From an optimization exercise on the open Yosys and OpenROAD flow, aimed at small area, a short achievable clock period and few clock cycles; shortcuts taken in it are not production practice. Function was checked by simulation only, so behaviour that the tests miss may differ from the original. Power figures rest on the tool's default switching activity, not on a simulated workload.

$ cat design.v
module logic_core (
    input  wire        clk,
    input  wire        rst,
    input  wire        start,
    input  wire        cold,
    input  wire        rate_hi,
    input  wire [13:0] scan_ticks,
    output reg         done,
    output wire [13:0] imem_addr,
    input  wire [31:0] imem_rdata,
    output wire [11:0] bra_addr,
    input  wire        bra_data,
    output wire [11:0] brb_addr,
    input  wire        brb_data,
    output wire        bw_en,
    output wire [11:0] bw_addr,
    output wire        bw_data,
    output wire [11:0] wra_addr,
    input  wire [31:0] wra_data,
    output wire [11:0] wrb_addr,
    input  wire [31:0] wrb_data,
    output wire        ww_en,
    output wire [11:0] ww_addr,
    output wire [31:0] ww_data,
    output wire [7:0]  st_addr,
    input  wire [33:0] st_rdata,
    output wire        st_we,
    output wire [33:0] st_wdata
);
    localparam OP_NOP   = 6'h00, OP_MOVB = 6'h01, OP_NOTB = 6'h02, OP_AND  = 6'h03,
               OP_OR    = 6'h04, OP_XOR  = 6'h05, OP_SETB = 6'h06, OP_CLRB = 6'h07,
               OP_SETP  = 6'h08, OP_ANDP = 6'h09, OP_ORP  = 6'h0A, OP_NOTP = 6'h0B,
               OP_STP   = 6'h0C, OP_REDGE= 6'h0D, OP_FEDGE= 6'h0E,
               OP_MOV   = 6'h10, OP_MOVI = 6'h11, OP_ADD  = 6'h12, OP_SUB  = 6'h13,
               OP_MUL   = 6'h14, OP_DIV  = 6'h15, OP_ANDW = 6'h16, OP_ORW  = 6'h17,
               OP_XORW  = 6'h18,
               OP_EQ    = 6'h28, OP_LT   = 6'h29, OP_LE   = 6'h2A,
               OP_TON   = 6'h30, OP_TOF  = 6'h31, OP_TP   = 6'h32, OP_CTU  = 6'h33,
               OP_CTD   = 6'h34, OP_JMP  = 6'h3E, OP_END  = 6'h3F;
    localparam X_EX  = 3'd0, X_MUL = 3'd1, X_DIV = 3'd2, X_DIVF = 3'd3,
               X_TIM = 3'd4, X_TIMF = 3'd5;
    reg        run;          
    reg        r_v;          
    reg [13:0] pc;           
    reg [31:0] ir;
    reg [11:0] wa_r, wb_r;   
    reg        h2;           
    reg [7:0]  st_idx;       
    reg        cold_r;
    reg        rate_r;
    reg [13:0] scan_r;
    reg        x_v;
    reg [2:0]  xst;
    reg [5:0]  xop;
    reg [1:0]  xp;
    reg [11:0] xd;           
    reg [11:0] xsx;          
    reg        xbd, xbs, xf0, xf1;
    reg [31:0] xwd;          
    reg [31:0] xws;          
    reg        pr;
    reg [11:0] annul;
    reg [31:0] acc;          
    reg [31:0] q;            
    reg [4:0]  idx;          
    reg [3:0]  trem;         
    reg        qneg;         
    reg        bneg_r, btwo_r, bzero_r;    
    reg        w_ben, w_bdat, w_wen, w_sen;
    reg [11:0] w_baddr, w_waddr;
    reg [7:0]  w_saddr;
    reg [1:0]  w_sflg;
    function is_tc_op;
        input [5:0] o;
        is_tc_op = (o == OP_TON) || (o == OP_TOF) || (o == OP_TP) ||
                   (o == OP_CTU) || (o == OP_CTD);
    endfunction
    function is_owned_op;
        input [5:0] o;
        is_owned_op = is_tc_op(o) || (o == OP_REDGE) || (o == OP_FEDGE);
    endfunction
    function writes_bit_op;
        input [5:0] o;
        writes_bit_op = (o >= OP_MOVB && o <= OP_CLRB) || (o >= OP_STP && o <= OP_FEDGE) ||
                        is_tc_op(o);
    endfunction
    function writes_word_op;
        input [5:0] o;
        writes_word_op = (o >= OP_MOV && o <= OP_XORW) || is_tc_op(o);
    endfunction
    function [4:0] msb32;
        input [31:0] x;
        integer k;
        begin
            msb32 = 5'd0;
            for (k = 1; k < 32; k = k + 1)
                if (x[k]) msb32 = k[4:0];
        end
    endfunction
    function [5:0] nbits32;
        input [31:0] x;
        integer k;
        begin
            nbits32 = 6'd0;
            for (k = 0; k < 32; k = k + 1)
                if (x[k]) nbits32 = k[5:0] + 6'd1;
        end
    endfunction
    function [14:0] tl;
        input       d9;
        input [3:0] r;
        input [1:0] v;
        begin
            tl = 15'd0;
            case ({d9, r, v})
            {1'b0, 4'd0, 2'd0}: tl = {4'd0, 11'd0};
            {1'b0, 4'd0, 2'd1}: tl = {4'd1, 11'd208};
            {1'b0, 4'd0, 2'd2}: tl = {4'd2, 11'd416};
            {1'b0, 4'd0, 2'd3}: tl = {4'd0, 11'd625};
            {1'b0, 4'd1, 2'd0}: tl = {4'd1, 11'd1};
            {1'b0, 4'd1, 2'd1}: tl = {4'd2, 11'd209};
            {1'b0, 4'd1, 2'd2}: tl = {4'd0, 11'd418};
            {1'b0, 4'd1, 2'd3}: tl = {4'd1, 11'd626};
            {1'b0, 4'd2, 2'd0}: tl = {4'd2, 11'd2};
            {1'b0, 4'd2, 2'd1}: tl = {4'd0, 11'd211};
            {1'b0, 4'd2, 2'd2}: tl = {4'd1, 11'd419};
            {1'b0, 4'd2, 2'd3}: tl = {4'd2, 11'd627};
            {1'b1, 4'd0, 2'd0}: tl = {4'd0, 11'd0};
            {1'b1, 4'd0, 2'd1}: tl = {4'd4, 11'd69};
            {1'b1, 4'd0, 2'd2}: tl = {4'd8, 11'd138};
            {1'b1, 4'd0, 2'd3}: tl = {4'd3, 11'd208};
            {1'b1, 4'd1, 2'd0}: tl = {4'd4, 11'd0};
            {1'b1, 4'd1, 2'd1}: tl = {4'd8, 11'd69};
            {1'b1, 4'd1, 2'd2}: tl = {4'd3, 11'd139};
            {1'b1, 4'd1, 2'd3}: tl = {4'd7, 11'd208};
            {1'b1, 4'd2, 2'd0}: tl = {4'd8, 11'd0};
            {1'b1, 4'd2, 2'd1}: tl = {4'd3, 11'd70};
            {1'b1, 4'd2, 2'd2}: tl = {4'd7, 11'd139};
            {1'b1, 4'd2, 2'd3}: tl = {4'd2, 11'd209};
            {1'b1, 4'd3, 2'd0}: tl = {4'd3, 11'd1};
            {1'b1, 4'd3, 2'd1}: tl = {4'd7, 11'd70};
            {1'b1, 4'd3, 2'd2}: tl = {4'd2, 11'd140};
            {1'b1, 4'd3, 2'd3}: tl = {4'd6, 11'd209};
            {1'b1, 4'd4, 2'd0}: tl = {4'd7, 11'd1};
            {1'b1, 4'd4, 2'd1}: tl = {4'd2, 11'd71};
            {1'b1, 4'd4, 2'd2}: tl = {4'd6, 11'd140};
            {1'b1, 4'd4, 2'd3}: tl = {4'd1, 11'd210};
            {1'b1, 4'd5, 2'd0}: tl = {4'd2, 11'd2};
            {1'b1, 4'd5, 2'd1}: tl = {4'd6, 11'd71};
            {1'b1, 4'd5, 2'd2}: tl = {4'd1, 11'd141};
            {1'b1, 4'd5, 2'd3}: tl = {4'd5, 11'd210};
            {1'b1, 4'd6, 2'd0}: tl = {4'd6, 11'd2};
            {1'b1, 4'd6, 2'd1}: tl = {4'd1, 11'd72};
            {1'b1, 4'd6, 2'd2}: tl = {4'd5, 11'd141};
            {1'b1, 4'd6, 2'd3}: tl = {4'd0, 11'd211};
            {1'b1, 4'd7, 2'd0}: tl = {4'd1, 11'd3};
            {1'b1, 4'd7, 2'd1}: tl = {4'd5, 11'd72};
            {1'b1, 4'd7, 2'd2}: tl = {4'd0, 11'd142};
            {1'b1, 4'd7, 2'd3}: tl = {4'd4, 11'd211};
            {1'b1, 4'd8, 2'd0}: tl = {4'd5, 11'd3};
            {1'b1, 4'd8, 2'd1}: tl = {4'd0, 11'd73};
            {1'b1, 4'd8, 2'd2}: tl = {4'd4, 11'd142};
            {1'b1, 4'd8, 2'd3}: tl = {4'd8, 11'd211};
                default: tl = 15'd0;
            endcase
        end
    endfunction
    wire cond = (xp == 2'b00) || (xp == 2'b01 && pr) || (xp == 2'b10 && !pr);
    wire exe  = (annul == 12'd0) && cond;
    wire [5:0]  r_op    = ir[31:26];
    wire [11:0] r_fd    = ir[23:12];
    wire [11:0] r_fs    = ir[11:0];
    wire        r_tc    = is_tc_op(r_op);
    wire        r_owned = is_owned_op(r_op);
    wire        r_timer = (r_op == OP_TON) || (r_op == OP_TOF) || (r_op == OP_TP);
    assign imem_addr = pc;
    assign bra_addr  = r_fd;
    assign brb_addr  = r_fs;
    assign wra_addr  = wa_r;
    assign wrb_addr  = wb_r;
    assign st_addr   = w_sen ? w_saddr : st_idx;
    wire r_rba = (r_op == OP_AND) || (r_op == OP_OR) || (r_op == OP_XOR);
    wire r_rbb = r_rba || (r_op == OP_MOVB) || (r_op == OP_NOTB) ||
                 (r_op >= OP_SETP && r_op <= OP_ORP) || (r_op == OP_REDGE) ||
                 (r_op == OP_FEDGE) || r_tc;
    wire r_rwa = (r_op >= OP_ADD && r_op <= OP_XORW) || (r_op >= OP_EQ && r_op <= OP_LE) ||
                 (r_op == OP_CTU) || (r_op == OP_CTD);
    wire r_rwb = (r_op == OP_MOV) || r_rwa || r_tc;
    wire x_wb  = x_v && writes_bit_op(xop) && exe;
    wire x_ww  = x_v && writes_word_op(xop) && exe;
    wire [11:0] x_waddr = is_tc_op(xop) ? xsx : xd;
    wire hazard = (w_ben && ((r_rba && w_baddr == r_fd) || (r_rbb && w_baddr == r_fs))) ||
                  (x_wb  && ((r_rba && xd      == r_fd) || (r_rbb && xd      == r_fs))) ||
                  (w_wen && ((r_rwa && w_waddr == wra_addr) || (r_rwb && w_waddr == wrb_addr))) ||
                  (x_ww  && ((r_rwa && x_waddr == wra_addr) || (r_rwb && x_waddr == wrb_addr))) ||
                  (w_sen && r_owned);
    wire need2   = run && r_v && r_tc && !h2;
    wire r_ready = run && r_v && (!r_tc || h2) && !hazard;
    wire is_timer = (xop == OP_TON) || (xop == OP_TOF) || (xop == OP_TP);
    wire is_tc    = is_tc_op(xop);
    wire is_owned = is_owned_op(xop);
    wire x_ex = x_v && (xst == X_EX);
    wire xe   = x_ex && exe;
    wire [31:0] s_ones  = xws ^ {32{xws[31]}};
    wire [4:0]  s_msb   = msb32(s_ones);
    wire [3:0]  m_top   = (s_ones == 32'd0) ? 4'd0 : ((s_msb + 5'd1) >> 1);
    wire [32:0] s_ext   = {xws, 1'b0};
    wire [3:0]  nd_idx  = (xst == X_EX) ? m_top : (idx[3:0] - 4'd1);
    wire [2:0]  bdig    = s_ext[{nd_idx, 1'b0} +: 3];
    wire [31:0] b_mag   = bzero_r ? 32'd0 : (btwo_r ? {xwd[30:0], 1'b0} : xwd);
    wire [31:0] b_op    = b_mag ^ {32{bneg_r}};
    wire        b_neg   = bneg_r;
    wire        a_neg   = xwd[31];
    wire        d_neg   = xws[31];
    wire [5:0]  a_bits  = nbits32(xwd ^ {32{a_neg}});
    wire [5:0]  d_bits  = nbits32(xws ^ {32{d_neg}});
    wire        d_zero  = (xws == 32'd0);
    wire        q_zero  = (a_bits + {5'd0, a_neg}) < d_bits;    
    wire        tp_start = xbs && !xf0 && !xf1 && !cold_r;
    wire        tp_run   = xf1 || tp_start;
    wire [31:0] t_base   = (xop == OP_TP && tp_start) ? 32'd0 : xwd;
    wire [31:0] t_thr    = rate_r ? 32'd30923765 : 32'd10307922;
    wire [31:0] t_lim    = t_thr - {18'd0, scan_r};
    wire        t_sat    = t_base >= t_lim;
    wire [4:0]  t_msb    = msb32(t_base | {18'd0, scan_r});
    wire [4:0]  t_top    = (t_msb == 5'd31) ? 5'd15 : ((t_msb + 5'd1) >> 1);
    wire        t_long   = (xop == OP_TON && xbs) || (xop == OP_TOF && !xbs && xf1) ||
                           (xop == OP_TP && tp_run);
    wire [14:0] t_step   = tl(rate_r, trem, q[{idx[3:0], 1'b0} +: 2]);
    wire [31:0] t_et     = acc;      
    wire        cnt_edge = xbs && !xf0 && !cold_r;
    wire        cnt_dn   = (xop == OP_CTD);
    wire [31:0] cv_pm    = xwd + {{31{cnt_dn}}, 1'b1};
    wire        cv_move  = cnt_edge && (xwd != {cnt_dn, {31{!cnt_dn}}});
    wire [31:0] cv_new   = cv_move ? cv_pm : xwd;
    reg  [32:0] add_a, add_b;
    reg         add_c;
    always @(*) begin
        add_a = {xwd[31], xwd};
        add_b = ~{xws[31], xws};
        add_c = 1'b1;
        case (xst)
            X_MUL: begin
                add_a = {acc[30:0], 2'b00};
                add_b = {b_op[31], b_op};
                add_c = b_neg;
            end
            X_DIV: begin
                add_a = {acc, q[31]};
                add_b = d_neg ? {1'b1, xws} : ~{1'b0, xws};
                add_c = !d_neg;
            end
            X_DIVF: begin
                add_a = 33'd0;
                add_b = {1'b0, q ^ {32{qneg}}};
                add_c = qneg;
            end
            X_TIM: begin
                add_a = {acc[30:0], 2'b00};
                add_b = {22'd0, t_step[10:0]};
                add_c = 1'b0;
            end
            X_TIMF: begin
                add_a = {1'b0, t_et};
            end
            default: begin
                case (xop)
                    OP_ADD: begin
                        add_b = {xws[31], xws};
                        add_c = 1'b0;
                    end
                    OP_DIV: begin
                        add_a = 33'd0;
                        add_b = {1'b0, xwd ^ {32{a_neg}}};
                        add_c = a_neg;
                    end
                    OP_TON, OP_TOF, OP_TP: begin
                        add_a = {1'b0, t_base};
                        add_b = {19'd0, scan_r};
                        add_c = 1'b0;
                    end
                    default: ;    
                endcase
            end
        endcase
    end
    wire [32:0] sum    = add_a + add_b + {32'd0, add_c};
    wire        lt     = sum[32];
    wire        eq     = (xwd == xws);
    wire        t_ovf  = t_base > ~{18'd0, scan_r};     
    wire [31:0] t_newc = t_ovf ? 32'hFFFF_FFFF : sum[31:0];
    wire        cnt_q = (xop == OP_CTU) ? (!lt || (cv_move && cv_pm == xws))
                                        : (cv_new[31] || cv_new == 32'd0);
    reg x_fin;
    always @(*) begin
        x_fin = 1'b0;
        if (x_v) begin
            case (xst)
                X_EX: begin
                    x_fin = (xop != OP_END);
                    if (exe) begin
                        if (xop == OP_MUL) x_fin = 1'b0;
                        if (xop == OP_DIV) x_fin = 1'b0;
                        if (is_timer && t_long) x_fin = 1'b0;
                    end
                end
                X_MUL:  x_fin = (idx == 5'd0);
                X_DIVF: x_fin = 1'b1;
                X_TIMF: x_fin = 1'b1;
                default: x_fin = 1'b0;
            endcase
        end
    end
    wire x_end = x_ex && (xop == OP_END);
    wire r_adv = r_ready && (!x_v || x_fin);
    reg        e_ben, e_bdat, e_wen, e_sen;
    reg [31:0] e_wdat;
    reg [33:0] e_sdat;
    wire t_done = !lt;       
    always @(*) begin
        e_ben  = 1'b0;
        e_bdat = 1'b0;
        e_wen  = 1'b0;
        e_wdat = sum[31:0];
        e_sen  = 1'b0;
        e_sdat = 34'd0;
        case (xst)
            X_EX: if (x_v && exe) begin
                case (xop)
                    OP_MOVB:  begin e_ben = 1'b1; e_bdat = xbs;       end
                    OP_NOTB:  begin e_ben = 1'b1; e_bdat = !xbs;      end
                    OP_AND:   begin e_ben = 1'b1; e_bdat = xbd & xbs; end
                    OP_OR:    begin e_ben = 1'b1; e_bdat = xbd | xbs; end
                    OP_XOR:   begin e_ben = 1'b1; e_bdat = xbd ^ xbs; end
                    OP_SETB:  begin e_ben = 1'b1; e_bdat = 1'b1;      end
                    OP_CLRB:  begin e_ben = 1'b1; e_bdat = 1'b0;      end
                    OP_STP:   begin e_ben = 1'b1; e_bdat = pr;        end
                    OP_REDGE: begin
                        e_ben  = 1'b1;
                        e_bdat = xbs && !xf0 && !cold_r;
                        e_sen  = 1'b1;
                        e_sdat = {1'b0, xbs, 32'd0};
                    end
                    OP_FEDGE: begin
                        e_ben  = 1'b1;
                        e_bdat = xf0 && !xbs && !cold_r;
                        e_sen  = 1'b1;
                        e_sdat = {1'b0, xbs, 32'd0};
                    end
                    OP_MOV:   begin e_wen = 1'b1; e_wdat = xws; end
                    OP_MOVI:  begin e_wen = 1'b1; e_wdat = {{20{xsx[11]}}, xsx}; end
                    OP_ADD, OP_SUB: e_wen = 1'b1;
                    OP_ANDW:  begin e_wen = 1'b1; e_wdat = xwd & xws; end
                    OP_ORW:   begin e_wen = 1'b1; e_wdat = xwd | xws; end
                    OP_XORW:  begin e_wen = 1'b1; e_wdat = xwd ^ xws; end
                    OP_TON, OP_TOF, OP_TP: begin
                        e_wdat = 32'd0;
                        if (!t_long) begin
                            e_ben = 1'b1;
                            e_sen = 1'b1;
                            if (xop == OP_TON) begin             
                                e_wen  = (xsx != 12'hFFF);
                                e_bdat = 1'b0;
                                e_sdat = 34'd0;
                            end else if (xop == OP_TOF && xbs) begin
                                e_wen  = (xsx != 12'hFFF);
                                e_bdat = 1'b1;
                                e_sdat = {2'b10, 32'd0};
                            end else if (xop == OP_TOF) begin    
                                e_bdat = 1'b0;
                                e_sdat = {2'b00, xwd};
                            end else begin                        
                                e_bdat = 1'b0;
                                e_sdat = {1'b0, xbs, xwd};
                            end
                        end
                    end
                    OP_CTU, OP_CTD: begin
                        e_ben  = 1'b1;
                        e_bdat = cnt_q;
                        e_wen  = 1'b1;
                        e_wdat = cv_new;
                        e_sen  = 1'b1;
                        e_sdat = {1'b0, xbs, 32'd0};
                    end
                    default: ;
                endcase
            end
            X_MUL:  e_wen = x_v && (idx == 5'd0);
            X_DIVF: e_wen = x_v;
            X_TIMF: if (x_v) begin
                e_ben  = 1'b1;
                e_sen  = 1'b1;
                e_wen  = (xsx != 12'hFFF);
                e_wdat = t_et;
                case (xop)
                    OP_TON: begin
                        e_bdat = t_done;
                        e_sdat = {2'b00, q};
                    end
                    OP_TOF: begin
                        e_bdat = !t_done;
                        e_sdat = {!t_done, 1'b0, q};
                    end
                    default: begin    
                        e_bdat = !t_done;
                        e_sdat = {!t_done, xbs, q};
                    end
                endcase
            end
            default: ;
        endcase
    end
    assign bw_en    = w_ben;
    assign bw_addr  = w_baddr;
    assign bw_data  = w_bdat;
    assign ww_en    = w_wen;
    assign ww_addr  = w_waddr;
    assign ww_data  = acc;
    assign st_we    = w_sen;
    assign st_wdata = {w_sflg, q};
    always @(posedge clk) begin
        if (rst) begin
            run    <= 1'b0;
            r_v    <= 1'b0;
            x_v    <= 1'b0;
            xst    <= X_EX;
            done   <= 1'b0;
            pc     <= 14'd0;
            h2     <= 1'b0;
            w_ben  <= 1'b0;
            w_wen  <= 1'b0;
            w_sen  <= 1'b0;
        end else begin
            done    <= x_end;
            w_ben   <= e_ben;
            w_wen   <= e_wen;
            w_sen   <= e_sen;
            if (x_v) begin
                case (xst)
                    X_EX: if (xe) begin
                        if (xop == OP_MUL) xst <= X_MUL;
                        if (xop == OP_DIV) xst <= (d_zero || q_zero) ? X_DIVF : X_DIV;
                        if (is_timer && t_long) xst <= t_sat ? X_TIMF : X_TIM;
                    end
                    X_MUL:  if (idx == 5'd0) xst <= X_EX;
                    X_DIV:  if (idx == 5'd0) xst <= X_DIVF;
                    X_TIM:  if (idx == 5'd0) xst <= X_TIMF;
                    default: xst <= X_EX;
                endcase
            end
            if (x_fin) begin
                if (annul != 12'd0)
                    annul <= annul - 12'd1;
                else if (exe && xop == OP_JMP)
                    annul <= xsx;
                if (exe) begin
                    case (xop)
                        OP_SETP: pr <= xbs;
                        OP_ANDP: pr <= pr & xbs;
                        OP_ORP:  pr <= pr | xbs;
                        OP_NOTP: pr <= !pr;
                        OP_EQ:   pr <= eq;
                        OP_LT:   pr <= lt;
                        OP_LE:   pr <= lt || eq;
                        default: ;
                    endcase
                end
            end
            if (x_end) begin
                x_v <= 1'b0;
                run <= 1'b0;
            end else if (x_fin || !x_v) begin
                x_v <= r_adv;
            end
            if (r_adv && r_owned)
                st_idx <= st_idx + 8'd1;
            if (!run) begin
                ir     <= imem_rdata;
                wa_r   <= imem_rdata[23:12];
                wb_r   <= imem_rdata[11:0];
                cold_r <= cold;
                rate_r <= rate_hi;
                scan_r <= scan_ticks;
                if (start) begin
                    run    <= 1'b1;
                    r_v    <= 1'b1;
                    pc     <= (imem_rdata[31:26] == OP_END) ? 14'd0 : 14'd1;
                    h2     <= 1'b0;
                    pr     <= 1'b0;
                    annul  <= 12'd0;
                    st_idx <= 8'd0;
                end
            end else if (need2) begin
                wa_r <= imem_rdata[23:12];
                wb_r <= imem_rdata[11:0];
                pc  <= pc + 14'd1;
                h2  <= 1'b1;
            end else if (r_adv) begin
                if (r_op == OP_END) begin
                    r_v <= 1'b0;
                end else begin
                    ir   <= imem_rdata;
                    wa_r <= imem_rdata[23:12];
                    wb_r <= imem_rdata[11:0];
                    pc  <= (imem_rdata[31:26] == OP_END) ? 14'd0 : pc + 14'd1;
                    h2  <= 1'b0;
                end
            end
        end
    end
    always @(posedge clk) begin
        w_bdat  <= e_bdat;
        w_baddr <= xd;
        w_waddr <= x_waddr;
        w_saddr <= st_idx - 8'd1;    
        w_sflg  <= e_sdat[33:32];
        case (xst)
            X_EX: if (xe) begin
                if (xop == OP_MUL) begin
                    acc <= 32'd0;
                    idx <= {1'b0, m_top};
                end
                if (xop == OP_DIV) begin
                    acc  <= 32'd0;
                    q    <= (d_zero || q_zero) ? 32'd0 : sum[31:0];
                    idx  <= 5'd31;
                    qneg <= a_neg ^ d_neg && !(d_zero || q_zero);
                end
                if (is_timer) begin
                    acc  <= t_sat ? 32'h7FFF_FFFF : 32'd0;
                    trem <= 4'd0;
                    q    <= t_newc;
                    idx  <= t_top;
                end
            end
            X_MUL: begin
                acc <= sum[31:0];
                idx <= idx - 5'd1;
            end
            X_DIV: begin
                acc <= lt ? {acc[30:0], q[31]} : sum[31:0];
                q   <= {q[30:0], !lt};
                idx <= idx - 5'd1;
            end
            X_TIM: begin
                acc  <= sum[31:0];
                trem <= t_step[14:11];
                idx  <= idx - 5'd1;
            end
            default: ;
        endcase
        bneg_r  <= bdig[2] && !(bdig[1] && bdig[0]);
        btwo_r  <= (bdig == 3'b011) || (bdig == 3'b100);
        bzero_r <= (bdig == 3'b000) || (bdig == 3'b111);
        if (e_wen)
            acc <= e_wdat;
        if (e_sen && xst == X_EX)
            q <= e_sdat[31:0];
        if (r_adv) begin
            xop   <= r_op;
            xp    <= ir[25:24];
            xd    <= r_fd;
            xsx   <= r_tc ? wa_r : r_fs;
            xbd   <= bra_data;
            xbs   <= brb_data;
            xwd   <= r_timer ? st_rdata[31:0] : wra_data;
            xws   <= wrb_data;
            xf0   <= st_rdata[32];
            xf1   <= st_rdata[33];
        end
    end
endmodule
$ cat flow/run.sh
#!/bin/bash
# The standard layout (bash standard.sh) with two changes to how ORFS
# builds it; the SDC, the clock period and every other setting stay the standard flow's.
#  - repair_timing is asked to leave extra setup slack (SETUP_SLACK_MARGIN,
#    in ns), so that the layout's paths come out shorter than the clock
#    period requires;
#  - the port buffers that global placement inserts on every input and
#    output are buf_2 cells instead of ORFS's default delay buffers.
set -euo pipefail
export SETUP_SLACK_MARGIN=16.5
export BUFFER_PORTS_ARGS="-buffer_cell sky130_fd_sc_hd__buf_2"
bash standard.sh > standard.log 2>&1
$ cat standard.sh
#!/bin/bash
# synth_recipe.tcl (not shown) runs the flow's synth.tcl, then flattens the netlist and writes it again
# the make line also repeats each setting of config.mk as NAME=value (left out here)
make -C /OpenROAD-flow-scripts/flow DESIGN_CONFIG=/design/flow/config.mk WORK_HOME=/design/flow/orfs CLKGATE_MAP_FILE= SYNTH_SCRIPT=/design/flow/synth_recipe.tcl "${@:-finish}"
$ cat config.mk
export PLATFORM = sky130hd
export DESIGN_NAME = logic_core
export DESIGN_NICKNAME = logic_core
export VERILOG_FILES = /design/flow/design.v
export SDC_FILE = /design/flow/constraint.sdc
export NUM_CORES = 4
export LEC_CHECK = 0
export ABC_AREA = 1
export CAP_MARGIN = 20
export CORE_MARGIN = 2
export CORE_UTILIZATION = 40
export SLEW_MARGIN = 20
$ cat constraint.sdc
create_clock -name core_clock -period 22.0 [get_ports {clk}]
set_input_delay 4.4000 -clock core_clock [delete_from_list [all_inputs] [get_ports {clk}]]
set_output_delay 4.4000 -clock core_clock [all_outputs]
set_load 0.01 [all_outputs]
==> results.toml, run 1 <==
[clocking]
clk_latency_ns = 0.63
cts_max_level = 2
postCtsHoldBufs = 0
cts_sinks = 330
cts_tree = "done"
cts_root_buf = "clkbuf_16"
cts.reportedPaths.clkPinSlew_ns = 0.06
cts_max_path_buffers = 3
numCtsBuffers = 40

[layout]
fin_nets = 4948
layout_common_cells = "nand2_1 (709), inv_1 (416), a21oi_1 (348)"
syn2layout_area_growth_pct = 27.2
multi_input_area_um2 = 19700
seqCellArea_um2 = 9350
final_common_cell = "nand2_1"
fin_cells = 5591
n_fill_cell = 7219
drive_gt1_share_pct = 23.9

[critical_path]
slowest_delay_ns = 0.52
ff2ff_setup_slack_ns = 15.81
crit_required_ns = 22.46
worstPathArrival_ns = 6.65
path_class = "flip-flop to flip-flop"
cp-start-kind = "flip-flop"
path_max_fanout = 21
critPathCaptureType = "flip-flop"
cp_top_family = "compound AO/OA/AOI/OAI gates"
path_buf_inv = 7
crit_slowest_cell = "edfxtp_1"

[synthesis]
syn-instance-count = 4079
ys.warnings.count = 1
ys.flop_type = "edfxtp_1"
synth_area_per_cell_um2 = 7.42
synth_edf_count = 267
syn_area_um2 = 30300
synth_fp_nets = 4439
synth-seq-cells = 330
ys_types = 67
async_reset_ff_share_pct = 0
yosysSeqAreaShare_pct = 30.6

[placement]
dp.cells = 5214
hpwlAfterDp_mm = 108
port_buffers = 315
place_congestion = 1.04

[sta]
finalHoldViolations = 0
max_slew.worst_pin.slew_ns = 1.23
setup_viol = 0
slew_headroom_pct = 16.0
rsz0062_at_grt = "true"
maxSlewViolCount = 0
fin_crit_sh_pct = 28.2
fin_tns_setup_ns = 0
fin_skew_ns = 0.0545
clock.fmax_mhz = 161
fin_crit_ns = 6.19

[power]
max-vdd-ir-drop_mv = 0.0674
power.density_nw_per_um2 = 49.0
total_leakage_power_nw = 16.6

[route]
final_antenna_net_count = 0
drc = 0
vias_per_cell = 6.11
num_vias = 34200
wl_per_cell_um = 26.7
drtIter0Drc = 4554
dr.pass1.iters = 8
wirelength_mm = 150

[die]
pin_count = 316
dieArea_um2 = 77900
start_util_pct = 40.5
die_w_um = 279
rows = 100
core_area_um2 = 74700
die_h_um = 279

[grt]
grt_overflow = 0
grt_pass1_wl_mm = 210
grt_usage_pct = 36.3
antenna_found_initial = 8
grt_pass1_vias = 31300
grt_max_degree = 63

[run_status]
status = "finished clean"

[run]
drv_cap = 0

[min_path]
hold_path_class = "flip-flop to flip-flop"
-- where the power goes --
part	internal (mW)	switching [mW]
logic	0.168	0.274
registers	0.703	0.0311
clock network	0.398	0.312
total	1.27	0.617
-- cell type report --
cell class	count	area share [%]
Clock buffer	48	2.84
Clock inverter	25	0.764
Timing Repair inverter	3	0.0975
Sequential cell	330	24.3
Inverter	460	4.68
Antenna cell	3	0.0195
Multi-Input combinational cell	3088	51.1
Tap cell	969	3.15
Timing Repair Buffer	665	13.1
-- registers in the layout, summed over array words and instances, names as in the netlist, 3 cells and up --
name and count:
acc 32, ir 32, q 32, xwd 32
xws 32, pc 14, scan_r 14, annul 12
w_baddr 12, w_waddr 12, wa_r 12, wb_r 12
xd 12, xsx 12, st_idx 8, w_saddr 8
xop 6, idx 5, trem 4, xst 3
-- what timing repair did --
action | CTS | global route
gates cloned | 9 | 7
buffers inserted | 196 | 87
setup endpoints to repair | 285 | 297
pin swaps | 73 | 61
resized for setup | 293 | 200
-- path summary, 6_finish.rpt --
path / startpoint / endpoint / depth (start not counted)
setup / recovery: xop[0]$_DFFE_PP_ / acc[7]$_DFFE_PP_ / 33
hold / removal: ir[24]$_DFFE_PP_ / xp[0]$_DFFE_PP_ / 0
setup reg to reg: xop[0]$_DFFE_PP_ / acc[7]$_DFFE_PP_ / 33
hold reg to reg: ir[24]$_DFFE_PP_ / xp[0]$_DFFE_PP_ / 0
-- cell usage after synthesis, types with 6 or more instances --
library cell  count  area share, %
xnor2_1         121            3.5
a21oi_1         374            6.2
clkbuf_1        156            1.9
a22oi_1          26           0.64
nand2_1         743            9.2
nor3_1           44           0.73
o2111ai_1        31           0.90
a21o_1            7           0.17
o21ai_0         291            4.8
o311ai_0          9           0.26
nor2_1          358            4.4
edfxtp_1        267             26
o21bai_1         12           0.30
a2111oi_0        19           0.55
a32oi_1          21           0.61
xor2_1          140            4.1
o21ai_1          24           0.40
o21a_1            8           0.20
o22ai_1          97            2.0
o31ai_1          15           0.37
a21boi_0          6           0.15
ha_1            205            8.5
a211oi_1         49            1.2
a31oi_1          22           0.45
buf_4            27           0.67
nand4_1          54            1.1
a221oi_1         27           0.78
dfxtp_1          63            4.2
o221ai_1         30           0.87
or2_2            36           0.74
o211ai_1         65            1.6
mux2_2           33            1.2
nand3_1         108            1.8
inv_1           436            5.4
clkinv_1         17           0.21
buf_2            13           0.21
inv_2             7          0.087
buf_1             6          0.074
nor4_1           41           0.85
-- per-layer routing --
metal  up-vias  track usage, %  part of all wire, %
met5         -               0                0.023
met4         6            18.4                  6.3
met3       416            9.35                   13
met2      2307            53.9                   42
met1     16100            48.5                   39
li1      15400               -                    -
-- stage by stage --
stage               hold slack, ns  util (%)  instance area [um^2]  total power [mW]  worst slack, ns
CTS                          0.423      49.2                 36800              1.85            15.95
floorplan                    0.389         -                 30400             0.980            16.21
global placement             0.413      43.8                 32700              1.10            14.56
finish                       0.428      51.5                 38500              1.89            15.81
detailed placement           0.415      43.8                 32700              1.10            14.50
global route                 0.441      51.5                 38500              1.95            15.57
-- cell families after synthesis --
group / share of synthesized area (%)
DFF: 30.6
AOI/OAI and AO/OA: 23.4
and+or+nand+nor: 19.8
adders and majority gates: 8.74
xor gates and xnor gates: 7.55
muxes: 1.23
buffers and inverters: 8.71
Testbench counts, summed over its fixed seeds: cycles 335,913.
==> inputs of run 2 (changes only) <==
--- a/design.v
+++ b/design.v
@@ -55,6 +55,7 @@
     reg [1:0]  xp;
     reg [11:0] xd;           
     reg [11:0] xsx;          
+    reg [7:0]  x_idx;
     reg        xbd, xbs, xf0, xf1;
     reg [31:0] xwd;          
     reg [31:0] xws;          
@@ -64,6 +65,7 @@
     reg [31:0] q;            
     reg [4:0]  idx;          
     reg [3:0]  trem;         
+    reg [10:0] tT;           
     reg        qneg;         
     reg        bneg_r, btwo_r, bzero_r;    
     reg        w_ben, w_bdat, w_wen, w_sen;
@@ -227,7 +229,9 @@
     wire        t_long   = (xop == OP_TON && xbs) || (xop == OP_TOF && !xbs && xf1) ||
                            (xop == OP_TP && tp_run);
     wire [14:0] t_step   = tl(rate_r, trem, q[{idx[3:0], 1'b0} +: 2]);
-    wire [31:0] t_et     = acc;      
+    wire [3:0]  idx_m1   = idx[3:0] - 4'd1;
+    wire [14:0] t_next   = tl(rate_r, t_step[14:11], q[{idx_m1, 1'b0} +: 2]);
+    wire [31:0] t_et     = qneg ? 32'h7FFF_FFFF : acc;
     wire        cnt_edge = xbs && !xf0 && !cold_r;
     wire        cnt_dn   = (xop == OP_CTD);
     wire [31:0] cv_pm    = xwd + {{31{cnt_dn}}, 1'b1};
@@ -257,7 +261,7 @@
             end
             X_TIM: begin
                 add_a = {acc[30:0], 2'b00};
-                add_b = {22'd0, t_step[10:0]};
+                add_b = {22'd0, tT};
                 add_c = 1'b0;
             end
             X_TIMF: begin
@@ -284,7 +288,8 @@
             end
         endcase
     end
-    wire [32:0] sum    = add_a + add_b + {32'd0, add_c};
+    wire [32:0] sum;
+    csel_add33 u_add (.a(add_a), .b(add_b), .ci(add_c), .s(sum));
     wire        lt     = sum[32];
     wire        eq     = (xwd == xws);
     wire        t_ovf  = t_base > ~{18'd0, scan_r};     
@@ -479,9 +484,6 @@
                 ir     <= imem_rdata;
                 wa_r   <= imem_rdata[23:12];
                 wb_r   <= imem_rdata[11:0];
-                cold_r <= cold;
-                rate_r <= rate_hi;
-                scan_r <= scan_ticks;
                 if (start) begin
                     run    <= 1'b1;
                     r_v    <= 1'b1;
@@ -490,6 +492,9 @@
                     pr     <= 1'b0;
                     annul  <= 12'd0;
                     st_idx <= 8'd0;
+                    cold_r <= cold;
+                    rate_r <= rate_hi;
+                    scan_r <= scan_ticks;
                 end
             end else if (need2) begin
                 wa_r <= imem_rdata[23:12];
@@ -513,7 +518,7 @@
         w_bdat  <= e_bdat;
         w_baddr <= xd;
         w_waddr <= x_waddr;
-        w_saddr <= st_idx - 8'd1;    
+        w_saddr <= x_idx;
         w_sflg  <= e_sdat[33:32];
         case (xst)
             X_EX: if (xe) begin
@@ -528,10 +533,12 @@
                     qneg <= a_neg ^ d_neg && !(d_zero || q_zero);
                 end
                 if (is_timer) begin
-                    acc  <= t_sat ? 32'h7FFF_FFFF : 32'd0;
+                    acc  <= 32'd0;
                     trem <= 4'd0;
+                    tT   <= 11'd0;
                     q    <= t_newc;
-                    idx  <= t_top;
+                    idx  <= t_top + 5'd1;     
+                    qneg <= t_sat;
                 end
             end
             X_MUL: begin
@@ -546,6 +553,7 @@
             X_TIM: begin
                 acc  <= sum[31:0];
                 trem <= t_step[14:11];
+                tT   <= t_next[10:0];
                 idx  <= idx - 5'd1;
             end
             default: ;
@@ -562,6 +570,7 @@
             xp    <= ir[25:24];
             xd    <= r_fd;
             xsx   <= r_tc ? wa_r : r_fs;
+            x_idx <= st_idx;
             xbd   <= bra_data;
             xbs   <= brb_data;
             xwd   <= r_timer ? st_rdata[31:0] : wra_data;
@@ -571,3 +580,24 @@
         end
     end
 endmodule
+module csel_add33 (
+    input  wire [32:0] a,
+    input  wire [32:0] b,
+    input  wire        ci,
+    output wire [32:0] s
+);
+    wire [8:0] s0   = {1'b0, a[7:0]}   + {1'b0, b[7:0]} + {8'd0, ci};
+    wire [8:0] s1_0 = {1'b0, a[15:8]}  + {1'b0, b[15:8]};
+    wire [8:0] s1_1 = {1'b0, a[15:8]}  + {1'b0, b[15:8]} + 9'd1;
+    wire [8:0] s2_0 = {1'b0, a[23:16]} + {1'b0, b[23:16]};
+    wire [8:0] s2_1 = {1'b0, a[23:16]} + {1'b0, b[23:16]} + 9'd1;
+    wire [8:0] s3_0 = a[32:24] + b[32:24];
+    wire [8:0] s3_1 = a[32:24] + b[32:24] + 9'd1;
+    wire c8  = s0[8];
+    wire c16 = c8  ? s1_1[8] : s1_0[8];
+    wire c24 = c16 ? s2_1[8] : s2_0[8];
+    assign s[7:0]   = s0[7:0];
+    assign s[15:8]  = c8  ? s1_1[7:0] : s1_0[7:0];
+    assign s[23:16] = c16 ? s2_1[7:0] : s2_0[7:0];
+    assign s[32:24] = c24 ? s3_1 : s3_0;
+endmodule
--- a/flow/run.sh
+++ b/flow/run.sh
@@ -7,6 +7,6 @@
 #  - the port buffers that global placement inserts on every input and
 #    output are buf_2 cells instead of ORFS's default delay buffers.
 set -euo pipefail
-export SETUP_SLACK_MARGIN=16.5
+export SETUP_SLACK_MARGIN=15
 export BUFFER_PORTS_ARGS="-buffer_cell sky130_fd_sc_hd__buf_2"
 bash standard.sh > standard.log 2>&1
==> run 2 against run 1 <==
Still clean on timing, DRC and antenna. Via count shrank 0.88%. Sequential share of layout area increased by 2.8 points. Cell area decreased by 5.7%. Largest cell class unchanged. Highest routed layer unchanged.
==> results.toml, run 2 <==
[sta]
fin_crit_sh_pct = 30.0
fin_crit_ns = 6.59
clock.fmax_mhz = 152
setup_viol = 0
worst_hold_slack_ns = 0.340
rsz0062_at_grt = "false"
max_slew.worst_pin.slew_ns = 1.25
slew_headroom_pct = 15.8
finalHoldViolations = 0
maxSlewViolCount = 0
fin_skew_ns = 0.0358
fin_tns_setup_ns = 0

[critical_path]
slowest_delay_ns = 0.50
reg2reg_from = "xst[0]$_SDFFE_PP0P_"
path_class = "flip-flop to flip-flop"
ff2ff_setup_slack_ns = 15.41
path_max_fanout = 29
crit_required_ns = 22.34
worst_r2r_path_depth = 39
critPathCaptureType = "flip-flop"
worstPathArrival_ns = 6.94
crit_slowest_cell = "fa_1"
cp-start-kind = "flip-flop"
r2r_end = "acc[19]$_DFFE_PP_"
path_common_cell = "nand2_1"

[route]
num_vias = 33900
drtIter0Drc = 4125
drc = 0
wl_per_cell_um = 26.6
dr.pass1.iters = 6
wirelength_mm = 152
vias_per_cell = 5.92
final_antenna_net_count = 0

[die]
dieArea_um2 = 82900
start_util_pct = 40.3
die_w_um = 288
core_area_um2 = 80200
pin_count = 316
die_h_um = 288
rows = 104

[synthesis]
syn-instance-count = 4391
synth_fp_nets = 4760
netlist.area_leader.share_pct = 26.5
synth-seq-cells = 348
netlist_top_cells_count = "nand2_1 (961), inv_1 (468), o21ai_0 (385)"
ys.warnings.count = 1
yosys-top-cells-area = "edfxtp_1 (27%), nand2_1 (11%), ha_1 (8.2%), o21ai_0 (6.0%), inv_1 (5.4%)"
yosysSeqAreaShare_pct = 30.4
synth_top_area_cell = "edfxtp_1"
ys_types = 84
async_reset_ff_share_pct = 0
yosysMostFrequentCell = "nand2_1"
synth_edf_count = 285
syn_area_um2 = 32300
ys.flop_type = "edfxtp_1"
synth_area_per_cell_um2 = 7.35

[clocking]
postCtsHoldBufs = 0
cts_max_level = 2
cts_sinks = 348
clk_latency_ns = 0.63
cts_max_path_buffers = 3
numCtsBuffers = 43
cts.reportedPaths.clkPinSlew_ns = 0.07
cts_root_buf = "clkbuf_16"
cts_tree = "done"

[power]
p_comb_share_pct = 24.8
p_sw_share_pct = 35.0
seqPwrFrac_pct = 39.3
power.density_nw_per_um2 = 55.8
total_leakage_power_nw = 15.7
p_int_mw = 1.32
max-vdd-ir-drop_mv = 0.0639
clkPwrFrac_pct = 36.0
p_switching_mw = 0.709

[grt]
grt_usage_pct = 35.6
grt_max_degree = 64
grt_pass1_vias = 31700
antenna_found_initial = 11
grt_overflow = 0
grt_pass1_wl_mm = 217

[layout]
n_fill_cell = 8401
layout_common_cells = "nand2_1 (961), inv_1 (465), o21ai_0 (385)"
syn2layout_area_growth_pct = 12.5
drive_gt1_share_pct = 13.6
fin_nets = 4995
fin_cells = 5721
final_common_cell = "nand2_1"

[placement]
port_buffers = 315
hpwlAfterDp_mm = 119
place_congestion = 1.04
dp.cells = 5626

[run]
drv_cap = 0

[min_path]
hold_start = "x_idx[6]$_DFFE_PP_"
holdPathStages = 0
hold_path_class = "flip-flop to flip-flop"
holdPathEnd = "w_saddr[6]$_DFF_P_"

[run_status]
status = "finished clean"
run 2: changes by cell type after synthesis, sizes merged, moves of 23 or more:
cell,before,now
buf,49,72
a211oi,50,25
a21oi,375,332
inv,443,485
nand2,748,983
o21ai,317,426
clkbuf,156,132
run 2: worst max-delay path by stage:
stage / startpoint / end / slack [ns] / cells after the start
final: xst[0]$_SDFFE_PP0P_ / acc[19]$_DFFE_PP_ / 15.41 / 39
after floorplan: rst / ir[0]$_DFFE_PP_ / 15.61 / 2
after global routing: xop[2]$_DFFE_PP_ / acc[19]$_DFFE_PP_ / 15.00 / 40
after global placement: xst[0]$_SDFFE_PP0P_ / acc[22]$_DFFE_PP_ / 15.25 / 36
after CTS: xst[0]$_SDFFE_PP0P_ / acc[22]$_DFFE_PP_ / 15.06 / 36
after detailed placement: xst[0]$_SDFFE_PP0P_ / acc[22]$_DFFE_PP_ / 15.09 / 36
run 2: worst max-delay path: cells and delay by family, from the launching register on:
family          cells  cell delay [ns]
compound gates     10             1.26
fa+ha+maj           2             0.99
buf+inv            11             1.82
flops               1             0.42
simple gates       16             1.75
run 2: metrics by stage:
step                      setup slack (ns)  power (mW)  util (%)  area (um^2)
after floorplan                      15.61        1.13         -        32300
after global placement               15.25        1.29      43.3        34700
after detailed placement             15.09        1.29      43.3        34700
after CTS                            15.06        2.02      45.1        36100
after global routing                 15.00        2.10      45.3        36300
final                                15.41        2.02      45.3        36300
run 2: power by group through the flow:
stage	registers [mW]	clock network (mW)	logic, mW
CTS	0.793	0.736	0.487
detailed placement	0.807	0	0.484
floorplan	0.789	0	0.339
global placement	0.807	0	0.482
finish	0.795	0.728	0.501
global route	0.797	0.759	0.544
run 2: timing repair:
item                                    CTS  global route
resized for setup                         0             8
endpoints found under the setup margin    0            38
buffers inserted                          0            14
run 2: kinds of logic (layout without fill, tap and decap cells):
| logic type | Yosys count | in the layout | share of synthesized area [%] |
|---|---|---|---|
| xor+xnor | 275 | 275 | 7.56 |
| simple gates | 1675 | 1675 | 22.0 |
| other cells | 0 | 1 | 0 |
| buf+inv | 703 | 972 | 8.95 |
| fa+ha+maj | 218 | 218 | 8.62 |
| flops | 348 | 348 | 30.4 |
| compound gates | 1138 | 1138 | 21.2 |
| mux | 34 | 34 | 1.18 |
run 2: area by class of cell:
class | count | area, um^2 | share of cell area [%]
Timing Repair Buffer | 394 | 2210 | 6.10
Inverter | 498 | 1900 | 5.22
Tap cell | 1060 | 1330 | 3.65
Multi-Input combinational cell | 3340 | 19600 | 54.0
Timing Repair inverter | 1 | 5.00 | 0.0138
Antenna cell | 1 | 2.50 | 0.00689
Clock buffer | 59 | 1200 | 3.30
Clock inverter | 20 | 218 | 0.600
Sequential cell | 348 | 9820 | 27.1
run 2: routing by layer:
metal  up-vias  track usage (%)  part of all wire, %
li1      15600                -                    -
met2      1945             54.1                   42
met3       427             9.01                   11
met5         -                0                0.061
met4        14             17.4                  5.8
met1     15900             47.0                   40
Testbench counts of run 2, summed over its fixed seeds: cycles 339,198.
==> inputs of run 3 (changes only) <==
--- a/flow/run.sh
+++ b/flow/run.sh
@@ -7,6 +7,6 @@
 #  - the port buffers that global placement inserts on every input and
 #    output are buf_2 cells instead of ORFS's default delay buffers.
 set -euo pipefail
-export SETUP_SLACK_MARGIN=15
+export SETUP_SLACK_MARGIN=16
 export BUFFER_PORTS_ARGS="-buffer_cell sky130_fd_sc_hd__buf_2"
 bash standard.sh > standard.log 2>&1
==> run 3 against run 2 <==
Utilization up 1.4 points. Power up 3.6%. Count of clock-buffer cells in the layout down 2. Combinational power up 5.2%. Non-clock buffer count up 58. Wire length up 0.23%. Register-to-register slack better by 0.46 ns. Sequential power about the same. Worst hold slack better by 0.0013 ns. Worst setup slack better by 0.46 ns. Critical path type unchanged. Largest cell class unchanged. Highest routed layer unchanged.
==> results.toml, run 3 <==
[sta]
fin_crit_sh_pct = 27.9
maxSlewViolCount = 0
finalHoldViolations = 0
clock.fmax_mhz = 163
fin_tns_setup_ns = 0
slew_headroom_pct = 23.5
rsz0062_at_grt = "true"
max_slew.worst_pin.slew_ns = 1.13
fin_skew_ns = 0.0470
fin_crit_ns = 6.13
setup_viol = 0
fin_ws_ns = 15.87

[synthesis]
synth_compound_area_share_pct = 21.2
synthXorXnorAreaFrac_pct = 7.56
synth-simple-area-share_pct = 22.0
netlist_top_cells_count = "nand2_1 (961), inv_1 (468), o21ai_0 (385)"
yosysSeqAreaShare_pct = 30.4
synth_fp_nets = 4760
syn_area_um2 = 32300
syn-instance-count = 4391
synth_edf_count = 285
synth_area_per_cell_um2 = 7.35
async_reset_ff_share_pct = 0
synth_top_family_by_area = "simple AND/OR/NAND/NOR gates"
ys_types = 84
synth-seq-cells = 348
muxShareOfSynthArea_pct = 1.18
yosysMostFrequentCell = "nand2_1"
synth_top_area_cell = "edfxtp_1"
yosys-top-cells-area = "edfxtp_1 (27%), nand2_1 (11%), ha_1 (8.2%), o21ai_0 (6.0%), inv_1 (5.4%)"
ys.warnings.count = 1
netlist.area_leader.share_pct = 26.5
ys.flop_type = "edfxtp_1"
synth_adder_area_share_pct = 8.62

[route]
drc = 0
vias_per_cell = 5.96
wl_per_cell_um = 26.4
final_antenna_net_count = 0
wirelength_mm = 153
num_vias = 34500
dr.pass1.iters = 9
drtIter0Drc = 4885

[clocking]
cts_tree = "done"
clk_latency_ns = 0.63
cts.reportedPaths.clkPinSlew_ns = 0.06
cts_max_level = 2
cts_max_path_buffers = 3
numCtsBuffers = 44
cts_root_buf = "clkbuf_16"
postCtsHoldBufs = 0
cts_sinks = 348

[critical_path]
crit_required_ns = 22.34
path_common_cell = "nand2_1"
path_class = "flip-flop to flip-flop"
path_max_fanout = 7
crit_slowest_cell = "edfxtp_1"
worstPathArrival_ns = 6.47
cp-start-kind = "flip-flop"
slowest_delay_ns = 0.91
critPathCaptureType = "flip-flop"

[power]
total_leakage_power_nw = 16.2
power.density_nw_per_um2 = 56.0
seqPwrFrac_pct = 37.9
p_sw_share_pct = 34.5
p_comb_share_pct = 25.1
p_switching_mw = 0.723
total_power_mw = 2.10
p_int_mw = 1.37
max-vdd-ir-drop_mv = 0.0697
clkPwrFrac_pct = 36.9

[layout]
fin_nets = 5057
syn2layout_area_growth_pct = 16.1
finish.utilization_pct = 46.7
final_common_cell = "nand2_1"
drive_gt1_share_pct = 15.9
layout_common_cells = "nand2_1 (954), inv_1 (451), o21ai_0 (375)"
n_fill_cell = 8274

[placement]
dpl_worst_slack_ns = 15.06
place_congestion = 1.04
hpwlAfterDp_mm = 118
port_buffers = 315

[min_path]
hold_path_class = "flip-flop to flip-flop"

[die]
dieArea_um2 = 82900
die_w_um = 288
core_area_um2 = 80200
start_util_pct = 40.3
die_h_um = 288
pin_count = 316
rows = 104

[grt]
grt_pass1_wl_mm = 215
grt_max_degree = 69
grt_pass1_vias = 31400
antenna_found_initial = 18
grt_overflow = 0
grt_usage_pct = 35.4

[run_status]
status = "finished clean"

[run]
drv_cap = 0
## run 3: worst max-delay path, delay by kind of cell (launching register included)
| family | cells | cell delay [ns] |
|---|---|---|
| and+or+nand+nor | 12 | 1.69 |
| buffers and inverters | 3 | 0.65 |
| AOI/OAI and AO/OA | 10 | 1.79 |
| adders and majority gates | 1 | 0.31 |
| xor gates and xnor gates | 2 | 0.48 |
| DFF | 1 | 0.91 |
## run 3: cell families after synthesis
kind of cell | count (synthesis)
simple gates | 1675
compound gates | 1138
buf+inv | 703
flops | 348
xor+xnor | 275
fa+ha+maj | 218
mux | 34
## run 3: metal layers
metal	share of wire (%)	global-route usage [%]	wire length, um
met1	39	46.7	60200
met2	43	53.7	65600
met3	12	9.34	18200
met4	5.6	16.4	8600
met5	0.064	0	98
## run 3: power by group through the flow
stage	Sequential (mW)	Combinational (mW)	Clock [mW]
after CTS	0.794	0.493	0.781
final	0.795	0.527	0.774
after floorplan	0.789	0.340	0
after global routing	0.796	0.571	0.810
after global placement	0.807	0.488	0
after detailed placement	0.807	0.488	0
## run 3: cell type report
type | count | area [um^2] | share of cell area, %
inverters | 498 | 1950 | 5.19
clock inverters | 25 | 342 | 0.912
diodes | 5 | 12.5 | 0.0334
multi-input cells | 3340 | 19900 | 53.2
repair inverters | 4 | 27.5 | 0.0735
clock buffers | 57 | 1190 | 3.18
flip-flops and latches | 348 | 9830 | 26.2
repair buffers | 452 | 2850 | 7.60
well taps | 1060 | 1330 | 3.54
## run 3: final timing paths
path                                    startpoint                 end  slack, ns  depth (start not counted)
worst max register to register    xwd[8]$_DFFE_PP_   acc[22]$_DFFE_PP_      15.87                         28
worst min-delay path            x_idx[0]$_DFFE_PP_  w_saddr[0]$_DFF_P_       0.34                          0
worst min register to register  x_idx[0]$_DFFE_PP_  w_saddr[0]$_DFF_P_       0.34                          0
worst max-delay path              xwd[8]$_DFFE_PP_   acc[22]$_DFFE_PP_      15.87                         28
## run 3: stage by stage
stage	cells	instance area, um^2	hold slack (ns)
floorplan	4391	32300	0.323
finish	5789	37500	0.341
global route	5785	37400	0.349
detailed placement	5624	34700	0.328
global placement	5624	34700	0.324
CTS	5724	36500	0.342
## run 3: timing repair
item,4_1_cts,5_1_grt
endpoints found under the setup margin,62,56
setup buffers,16,53
resized for setup,45,100
pin swaps,4,36
gates cloned,2,7

## separate check: timing with driven ports
The results above use ideal ports. As a check the final layouts listed here were re-extracted and re-timed, cells and wires unchanged. Step 1 sets driving cells, clkbuf_16 on the clock port and buf_2 on the other inputs (assumed; they add their load-dependent delay and slew). Step 2 adds t to the input delays and takes it off the output delays; t is the mean of the earliest and latest rising clock arrival at the registers after step 1. Input paths then give back, and output paths get back, about the clock's delay inside the block. a / b / c = ideal ports / drivers / drivers and shift; a / b = the first two.
| run | t, ns | slack for setup (ns) | cell pins on the clock port's net |
|---|---|---|---|
| run 1 | 0.667 | 15.807 / 15.807 / 15.807 | 1 |
| run 2 | 0.682 | 15.408 / 15.408 / 15.408 | 1 |
| run 3 | 0.674 | 15.869 / 15.869 / 15.610 | 1 |
After both steps setup and hold are still met in every run listed. The setup slack of run 3, which loses most, moves by 0.000 ns with the drivers and by -0.259 ns with both steps.
